This design comes from an exercise in tuning for small area, a short achievable clock period and few clock cycles per item on the open sky130 flow, not from production work. In this exercise RTL edits were held to simulation tests only and were not proved equivalent to the original. No activity file was given, so power comes from the tool's default toggle rates.

== rev 12 ==
// qe_mix
module qe_mix (
    input  wire        clk,
    input  wire        rst,
    input  wire        in_valid,
    output wire        in_ready,
    input  wire [23:0] in_sample,
    input  wire [23:0] in_gain,
    input  wire        in_last,
    input  wire [23:0] in_dgain,
    output reg         out_valid,
    input  wire        out_ready,
    output reg  [23:0] out_sample,
    output reg  [1:0]  out_clip
);
For scale: about 3800 cells after synthesis, about 410 flip-flops, ~110 I/O pins, roughly 0.040 sq mm of cells after synthesis.
Settings: LEC_CHECK=0, ABC_CLOCK_PERIOD_IN_PS=3000, CAP_MARGIN=20, CORE_MARGIN=2, CORE_UTILIZATION=40, SETUP_SLACK_MARGIN=5, SLEW_MARGIN=20; clock period 9.0 ns.
run.sh (not shown) runs the stock make flow with config.mk's settings and CLKGATE_MAP_FILE= SYNTH_SCRIPT=/design/flow/synth_recipe.tcl, a recipe that flattens the netlist after the stock synthesis.
Testbench counts of rev 12, summed over its fixed seeds: cycles 14,385, items 3,200.
## Diff of input files: rev 13 against rev 12
==> flow/flow/run.sh (new file) <==
#!/bin/bash
# The standard layout, with a tighter setup target for repair_timing and the
# smallest buffer for the port buffers (every port still gets one).
set -euo pipefail
bash standard.sh SETUP_SLACK_MARGIN=6 "BUFFER_PORTS_ARGS=-buffer_cell sky130_fd_sc_hd__buf_1" finish > flow.log 2>&1
==> flow/standard.sh (new file) <==
#!/bin/bash
# synth_recipe.tcl (not shown) runs the flow's synth.tcl, then flattens the netlist and writes it again
# the make line also repeats each setting of config.mk as NAME=value (left out here)
make -C /OpenROAD-flow-scripts/flow DESIGN_CONFIG=/design/flow/config.mk WORK_HOME=/design/flow/orfs CLKGATE_MAP_FILE= SYNTH_SCRIPT=/design/flow/synth_recipe.tcl "${@:-finish}"
removed: flow/run.sh
## What came out
Rev 13: done, clean on timing, DRC and antenna
Diff rev 13 and rev 12: share of post-route cells with drive strength above 1 higher in rev 13
Between rev 13 and rev 12, the sequential cell area is higher for rev 13.
Looking at power of the clock network, rev 13 sits above rev 12.
Relative to rev 12, rev 13 degrades via count.
The higher global-route usage came out of rev 13.
Rev 12 has higher number of clock buffer instances in the layout than rev 13.
The layout multi-input combinational cell count of rev 12 and that of rev 13 are within noise of each other.
Rev 13 vs. rev 12: global routing usage on met2 higher; clock period minus worst slack dropped 0.087 ns; design area increased 11%; areal power density over the cells up 0.72%.


qe_mix, a different RTL version from the one above (not shown whole).
Size in the first run: ~110 I/O pins.
==> flow/config.mk <==
export PLATFORM = sky130hd
export DESIGN_NAME = qe_mix
export DESIGN_NICKNAME = qe_mix
export VERILOG_FILES = /design/flow/design.v
export SDC_FILE = /design/flow/constraint.sdc
export NUM_CORES = 4
export LEC_CHECK = 0
export ABC_CLOCK_PERIOD_IN_PS = 3000
export CAP_MARGIN = 20
export CORE_MARGIN = 2
export CORE_UTILIZATION = 40
export CTS_BUF_LIST = sky130_fd_sc_hd__clkbuf_4
export SETUP_SLACK_MARGIN = 4.5
export SLEW_MARGIN = 20
==> flow/constraint.sdc <==
create_clock -name core_clock -period 9.0 [get_ports {clk}]
set_input_delay 1.8000 -clock core_clock [delete_from_list [all_inputs] [get_ports {clk}]]
set_output_delay 1.8000 -clock core_clock [all_outputs]
set_load 0.01 [all_outputs]
Stock flow here: none of the scripts above is used.
The first run passed the timing, design-rule and antenna checks.
Testbench counts at the start, summed over its fixed seeds: cycles 14,810, items 3,200.
Change:
==> flow/flow/run.sh (new file) <==
#!/bin/bash
set -euo pipefail
bash standard.sh SETUP_SLACK_MARGIN=5.5 "BUFFER_PORTS_ARGS=-buffer_cell sky130_fd_sc_hd__buf_1" finish > flow.log 2>&1
==> flow/standard.sh (new file) <==
#!/bin/bash
# synth_recipe.tcl (not shown) runs the flow's synth.tcl, then flattens the netlist and writes it again
# the make line also repeats each setting of config.mk as NAME=value (left out here)
make -C /OpenROAD-flow-scripts/flow DESIGN_CONFIG=/design/flow/config.mk WORK_HOME=/design/flow/orfs CLKGATE_MAP_FILE= SYNTH_SCRIPT=/design/flow/synth_recipe.tcl "${@:-finish}"
Settings changed: SETUP_SLACK_MARGIN 4.5 to 5.
removed: flow/run.sh
What happened: Global-route usage climbs by 2.8 points. Power rises by 12%. Cell area climbs by 12%. Die area is unchanged. Non-clock buffer count is higher by 231. First-iteration DRC count came out higher by 24%. Clock-buffer cell count increases by 23.
Change:
==> flow/flow/run.sh (replaced) <==
#!/bin/bash
set -euo pipefail
bash standard.sh "BUFFER_PORTS_ARGS=-buffer_cell sky130_fd_sc_hd__buf_1" finish > flow.log 2>&1
What happened: Non-clock buffer count shrinks by 187. Critical path depth stays the same. Sequential share of layout area went up by 2.5 points. Power shrinks by a little under a tenth.
Change:
==> flow/run.sh (new file) <==
#!/bin/bash
# synth_recipe.tcl (not shown) runs the flow's synth.tcl, then flattens the netlist and writes it again
# the make line also repeats each setting of config.mk as NAME=value (left out here)
make -C /OpenROAD-flow-scripts/flow DESIGN_CONFIG=/design/flow/config.mk WORK_HOME=/design/flow/orfs CLKGATE_MAP_FILE= SYNTH_SCRIPT=/design/flow/synth_recipe.tcl finish
removed: flow/flow/run.sh
removed: flow/standard.sh
The changed run ran to the end with no violations.
Total power went down slightly.
Via count falls slightly.
Non-clock buffer count is lower by 11.
Combinational power shrinks slightly.
Worst setup slack loses 0.064 ns.
Routed wire length shrinks by a few percent.

[static timing again, ports no longer ideal]
The results above use ideal ports. As a check the final layouts listed here were re-extracted and re-timed, cells and wires unchanged.
Step 1 sets driving cells, clkbuf_16 on the clock port and buf_2 on the other inputs (assumed; they add their load-dependent delay and slew).
Step 2, shift: input delay + t, output delay - t, t = (earliest + latest rising clock arrival at the registers) / 2. This alone moves slack from input paths to output paths.
Three values: ideal ports, drivers, drivers and shift; two values: the first two.
run | shift t [ns] | setup slack, ns | latest minus earliest clock arrival (ns) | worst data-port slew with drivers (ns)
rev 12 | 0.699 | 5.015 / 5.015 / 4.703 | 0.041 / 0.041 | 0.07
rev 13 | 0.714 | 5.103 / 5.103 / 5.103 | 0.025 / 0.025 | 0.06
the first run of note 2 | 1.102 | 4.731 / 4.731 / 4.706 | 0.119 / 0.119 | 0.08
the second run of note 2 | 1.096 | 5.183 / 5.183 / 4.976 | 0.105 / 0.104 | 0.08
the third run of note 2 | 1.099 | 5.061 / 5.061 / 5.050 | 0.120 / 0.120 | 0.08
the fourth run of note 2 | 1.069 | 4.998 / 4.998 / 4.737 | 0.075 / 0.075 | 0.06
After both steps setup and hold are still met in every run listed. For rev 12, which loses most, drivers alone change the setup slack by 0.000 ns; drivers and shift together by -0.312 ns.
